From an optimization exercise on the open Yosys and OpenROAD flow, aimed at small area; shortcuts taken in it are not production practice.
Function was checked by simulation only, so behaviour that the tests miss may differ from the original.

Setup of job 101:
// m_long_unit
module m_long_unit (
    input  wire        clk,
    input  wire        rst,         
    input  wire        issue,
    input  wire [1:0]  op,
    input  wire [63:0] a,
    input  wire [63:0] b,
    input  wire        dvs_we,      
    input  wire [8:0]  dvs_wdata,
    output wire        ready,
    output reg         done,
    output reg  [63:0] qt,
    output reg  [63:0] rm,
    output reg         rd_we,
    output reg  [63:0] rd_data,
    output wire [8:0]  dvs,
    output reg         fault,
    output reg  [1:0]  fault_cause
);
    function [6:0] lzc64(input [63:0] x);
        reg [63:0] v0;
        reg [31:0] v1; reg [31:0] c1;
        reg [15:0] v2; reg [31:0] c2;
        reg [7:0]  v3; reg [23:0] c3;
        reg [3:0]  v4; reg [15:0] c4;
        reg [1:0]  v5; reg [9:0]  c5;
        integer i;
        begin
            v0 = x;
            for (i = 0; i < 32; i = i + 1) begin
                v1[i] = v0[2*i+1] | v0[2*i];
                c1[i] = !v0[2*i+1];
            end
            for (i = 0; i < 16; i = i + 1) begin
                v2[i] = v1[2*i+1] | v1[2*i];
                c2[2*i +: 2] = v1[2*i+1] ? {1'b0, c1[2*i+1]} : {1'b1, c1[2*i]};
            end
            for (i = 0; i < 8; i = i + 1) begin
                v3[i] = v2[2*i+1] | v2[2*i];
                c3[3*i +: 3] = v2[2*i+1] ? {1'b0, c2[2*(2*i+1) +: 2]} : {1'b1, c2[2*(2*i) +: 2]};
            end
            for (i = 0; i < 4; i = i + 1) begin
                v4[i] = v3[2*i+1] | v3[2*i];
                c4[4*i +: 4] = v3[2*i+1] ? {1'b0, c3[3*(2*i+1) +: 3]} : {1'b1, c3[3*(2*i) +: 3]};
            end
            for (i = 0; i < 2; i = i + 1) begin
                v5[i] = v4[2*i+1] | v4[2*i];
                c5[5*i +: 5] = v4[2*i+1] ? {1'b0, c4[4*(2*i+1) +: 4]} : {1'b1, c4[4*(2*i) +: 4]};
            end
            if (!(v5[1] | v5[0]))
                lzc64 = 7'd64;
            else
  ...
Size in the first run: roughly 5,400 cells after synthesis, roughly 420 flip-flops, ~38,000 µm² of cells after synthesis.
==> flow/config.mk <==
export PLATFORM = sky130hd
export DESIGN_NAME = m_long_unit
export DESIGN_NICKNAME = m_long_unit
export VERILOG_FILES = /design/flow/design.v
export SDC_FILE = /design/flow/constraint.sdc
export NUM_CORES = 4
export LEC_CHECK = 0
export ABC_AREA = 1
export CAP_MARGIN = 20
export CORE_MARGIN = 2
export CORE_UTILIZATION = 55
export CTS_BUF_LIST = sky130_fd_sc_hd__clkbuf_16
export CTS_CLUSTER_DIAMETER = 60
export CTS_CLUSTER_SIZE = 40
export PLACE_DENSITY = 0.65
export SLEW_MARGIN = 20
==> flow/constraint.sdc <==
create_clock -name core_clock -period 16.0 [get_ports {clk}]
set_input_delay 3.2000 -clock core_clock [delete_from_list [all_inputs] [get_ports {clk}]]
set_output_delay 3.2000 -clock core_clock [all_outputs]
set_load 0.01 [all_outputs]
standard.sh (not shown) runs the stock make flow with config.mk's settings and CLKGATE_MAP_FILE= SYNTH_SCRIPT=/design/flow/synth_recipe.tcl, a recipe that flattens the netlist after the stock synthesis.
==> flow/flow/run.sh <==
#!/bin/bash
set -euo pipefail
bash standard.sh "BUFFER_PORTS_ARGS=-buffer_cell sky130_fd_sc_hd__buf_1" finish > standard_make.log 2>&1
Job 101 did not stop at any stage, and its layout met the timing, DRC and antenna checks.
### job 101 -> job 102
Settings: clearing CTS_BUF_LIST, which used to be sky130_fd_sc_hd__clkbuf_16; clearing CTS_CLUSTER_SIZE, which used to be 40; swapping 55 for 65 in CORE_UTILIZATION; swapping 0.65 for 0.75 in PLACE_DENSITY; clearing CTS_CLUSTER_DIAMETER, which used to be 60.
Results
- Between job 102 and job 101, the number of max-cap violations figures differ only marginally.
- Design area essentially unchanged between job 101 and job 102.
- Critical-path maximum fanout in job 102 vs job 101: down 19
- Final critical-path share of the clock period in job 102 vs job 101: up 2.5 points
- In the metrics for job 101 and job 102, the one carrying the higher width of the die is job 101.
- Job 102 finished all stages; however, its layout fails the closing checks, the failures being max-slew violations.
- Share of post-route cells with drive strength above 1 ends up lower on job 101.
- Between job 101 and job 102, the difference in final layout net count is negligible.
--- input diff job 102..job 103 ---
Settings: CTS_CLUSTER_SIZE now 30, previously not set; PLACE_DENSITY now 0.65, was 0.75; GPL_ROUTABILITY_DRIVEN now 0, previously not set; CORE_UTILIZATION now 55, was 65; CTS_BUF_LIST now sky130_fd_sc_hd__clkbuf_8, previously not set.
[summary]
Job 103 closes out successfully: all stages finished, all timing, DRC and antenna checks passed. Job 103 and job 102 ended up with roughly the same portion of the layout cell area used by clock cells. Against job 102, job 103 comes in 3 higher on logic depth of the worst path, buffers included. Peak per-stage delay on the critical path across job 102 and job 103: no real change.
Changes in job 104 relative to job 103:
Settings: swapping 30 for 40 in CTS_CLUSTER_SIZE; clearing GPL_ROUTABILITY_DRIVEN, which used to be 0.
Findings:
- Summary of job 104 over job 103: buffer and inverter count on the worst path fell by 8; maximum buffer depth of the clock tree stayed essentially flat.
- Of job 104 and job 103, the run reporting the higher minimum setup slack after placement was job 104.
- Job 104: final period demand of the worst path is 0.12 ns lower than what job 103 reported.
- As of job 104, final area had fallen slightly compared to job 103.
- Job 104 vs job 103: depth of the critical timing path with buffers and inverters included down in job 104
## Diff of input files: job 105 against job 104
Settings: changing CTS_CLUSTER_SIZE from 40 to 30.
- Going from job 104 to job 105, die area saw little to no change; maximum frequency from static timing analysis saw little to no change.
- Job 104 -> job 105: clock skew delta 0, exact match
- Diff job 105..job 104 | cell count along the critical path | negligible
- There was hardly any difference in proportion of layout cells with a drive suffix above 1 between job 105 and job 104.
- Diff job 104..job 105 | design area | unchanged
- Job 105 vs. job 104: clock transition at the registers of the reported paths held steady.
- Compared job 104 against job 105; via count within noise.
- On utilization, job 105 and job 104 are neck and neck.
- Job 105 finished every step from synthesis to the final layout, and the layout passed the timing, DRC and antenna checks.

---

Another version of the RTL of m_long_unit (not shown whole).
Size in the first run: ~5300 cells after synthesis, ~350 I/O pins, roughly 38000 um2 of cells after synthesis.
make LEC_CHECK=0 ABC_AREA=1 CAP_MARGIN=20 CORE_MARGIN=2 CORE_UTILIZATION=50 CTS_BUF_LIST=sky130_fd_sc_hd__clkbuf_4 PLACE_DENSITY=0.6 SLEW_MARGIN=20 finish   # period 16.0 ns
run.sh (not shown) runs the stock make flow with config.mk's settings and CLKGATE_MAP_FILE= SYNTH_SCRIPT=/design/flow/synth_recipe.tcl, a recipe that flattens the netlist after the stock synthesis.
Stock flow here: none of the scripts above is used.
Then changed:
CTS_BUF_LIST = default   (was sky130_fd_sc_hd__clkbuf_4)
Die area does not change.
Cell count falls by 1.8%.
Design area barely changes.
Clock-buffer cell count decreases by 114.
Global-route usage shrinks by 0.23 points.

---

== north ==
m_long_unit with an RTL version that a note above also has.
For scale: about 420 flip-flops, roughly 350 I/O pins, about 38000 sq um of cells after synthesis.
export LEC_CHECK = 0
export ABC_AREA = 1
export CAP_MARGIN = 20
export CORE_MARGIN = 2
export CORE_UTILIZATION = 45
export PLACE_DENSITY = 0.55
export SLEW_MARGIN = 20
create_clock -name core_clock -period 16.0 [get_ports {clk}]
standard.sh (not shown) runs the stock make flow with config.mk's settings and CLKGATE_MAP_FILE= SYNTH_SCRIPT=/design/flow/synth_recipe.tcl, a recipe that flattens the netlist after the stock synthesis.
Scripts as last shown in full above: flow/flow/run.sh
Every stage of the flow completed for north, and the final layout passed the timing, DRC and antenna checks.
Input-level comparison between south and north:
# north
export LEC_CHECK = 0
export ABC_AREA = 1
export CAP_MARGIN = 20
export CORE_MARGIN = 2
export CORE_UTILIZATION = 45
export PLACE_DENSITY = 0.55
export SLEW_MARGIN = 20
create_clock -name core_clock -period 16.0 [get_ports {clk}]
# south
export LEC_CHECK = 0
export ABC_AREA = 1
export CAP_MARGIN = 20
export CORE_MARGIN = 2
export CORE_UTILIZATION = 60
export CTS_BUF_LIST = sky130_fd_sc_hd__clkbuf_8
export CTS_CLUSTER_SIZE = 30
export PLACE_DENSITY = 0.7
export SLEW_MARGIN = 20
create_clock -name core_clock -period 16.0 [get_ports {clk}]
### Flow results
Going from north to south, the total routing usage reported by global routing was found to have gone up by 9.2 points.
north reached the final stage; the timing, DRC and antenna checks on its layout passed.
south was carried through to the last stage, and its layout satisfied the timing, DRC and antenna checks.
The post-route worst setup slack in south was lower than what north gave.
Number of design-rule violations left by the first detailed-router iteration was higher in south than in north.
Side by side, final non-filler cell area turned out lower in south than in north.
south vs north, instance count: south lower
Setup changes, south to east
# south
export LEC_CHECK = 0
export ABC_AREA = 1
export CAP_MARGIN = 20
export CORE_MARGIN = 2
export CORE_UTILIZATION = 60
export CTS_BUF_LIST = sky130_fd_sc_hd__clkbuf_8
export CTS_CLUSTER_SIZE = 30
export PLACE_DENSITY = 0.7
export SLEW_MARGIN = 20
create_clock -name core_clock -period 16.0 [get_ports {clk}]
# east
export LEC_CHECK = 0
export ABC_AREA = 1
export CAP_MARGIN = 20
export CORE_MARGIN = 2
export CORE_UTILIZATION = 55
export CTS_BUF_LIST = sky130_fd_sc_hd__clkbuf_16
export CTS_CLUSTER_SIZE = 30
export PLACE_DENSITY = 0.65
export SLEW_MARGIN = 20
create_clock -name core_clock -period 16.0 [get_ports {clk}]
==> results.txt <==
Higher flop-to-flop setup slack was reported by east, not south.
The TritonCTS buffer count reported for east is smaller than that of south by 24.
Comparing count of fill cells added during filler insertion for south and east, the bigger number came from east.
east vs. south: overall die area now larger, final instance area comparable, fraction of area in registers comparable.
Comparing south and east, worst setup timing slack at the placement stage is lower on south.
[compare] base=south new=east: critical path depth +about 2%; via count of the first global-routing pass fell by 1859; portion of the layout cell area used by clock cells increased 0.51 points.
The following lists how west was set up differently from east:
# east
export LEC_CHECK = 0
export ABC_AREA = 1
export CAP_MARGIN = 20
export CORE_MARGIN = 2
export CORE_UTILIZATION = 55
export CTS_BUF_LIST = sky130_fd_sc_hd__clkbuf_16
export CTS_CLUSTER_SIZE = 30
export PLACE_DENSITY = 0.65
export SLEW_MARGIN = 20
create_clock -name core_clock -period 16.0 [get_ports {clk}]
# west
export LEC_CHECK = 0
export ABC_AREA = 1
export CAP_MARGIN = 5
export CORE_MARGIN = 2
export CORE_UTILIZATION = 50
export PLACE_DENSITY = 0.6
export SLEW_MARGIN = 5
create_clock -name core_clock -period 16.0 [get_ports {clk}]
==> comparison <==
- west finished every stage and its layout cleared the timing, DRC and antenna checks.
- Hold slack (west over east): decrease, 7.7 ps
- Final instance count without filler cells, east and west: smaller value in east
- The lower global-route total usage across every layer came out of west.
- west ended with more global placement routability congestion than east.
- Post-route clock period utilization is higher on east
What middle does differently from west at the input level:
# west
export LEC_CHECK = 0
export ABC_AREA = 1
export CAP_MARGIN = 5
export CORE_MARGIN = 2
export CORE_UTILIZATION = 50
export PLACE_DENSITY = 0.6
export SLEW_MARGIN = 5
create_clock -name core_clock -period 16.0 [get_ports {clk}]
# middle
export LEC_CHECK = 0
export ABC_AREA = 1
export CAP_MARGIN = 20
export CORE_MARGIN = 2
export CORE_UTILIZATION = 50
export PLACE_DENSITY = 0.6
export SLEW_MARGIN = 20
create_clock -name core_clock -period 16.0 [get_ports {clk}]
--- outcome ---
Diff west..middle | clock sink total | unchanged
Any difference in core occupancy in the finished layout between west and middle is small enough to ignore.
Via-per-instance ratio came out exactly the same in west and middle.
Routed wire length: middle vs west, no meaningful difference
middle -> west: die area delta 0, exact match
Diff west..middle | count of flip-flops and latches | unchanged

## what the ideal ports hide
No port has a modelled driver above. Below, the same layouts with a new extraction and two added sets of constraints. Step 1 sets driving cells, clkbuf_16 on the clock port and buf_2 on the other inputs (assumed; they add their load-dependent delay and slew). Step 2 adds t to the input delays and takes it off the output delays; t is the mean of the earliest and latest rising clock arrival at the registers after step 1. Input paths then give back, and output paths get back, about the clock's delay inside the block. Three values: ideal ports, drivers, drivers and shift; two values: the first two.
run	shift t [ns]	setup WS [ns]	latest minus earliest clock arrival (ns)
job 101	0.650	1.095 / 1.095 / 1.095	0.033 / 0.034
job 102	0.658	0.696 / 0.696 / 0.696	0.016 / 0.016
job 103	0.741	0.971 / 0.971 / 0.971	0.052 / 0.052
job 104	0.730	1.095 / 1.095 / 1.095	0.036 / 0.036
job 105	0.730	1.095 / 1.095 / 1.095	0.036 / 0.036
the first run of note 2	0.962	1.481 / 1.481 / 1.481	0.104 / 0.103
the second run of note 2	0.674	1.477 / 1.477 / 1.477	0.048 / 0.047
north	0.674	1.074 / 1.074 / 1.074	0.025 / 0.026
south	0.734	0.671 / 0.671 / 0.671	0.044 / 0.043
east	0.663	1.076 / 1.076 / 1.076	0.025 / 0.025
west	0.675	1.268 / 1.268 / 1.268	0.028 / 0.028
middle	0.675	1.268 / 1.268 / 1.268	0.028 / 0.028
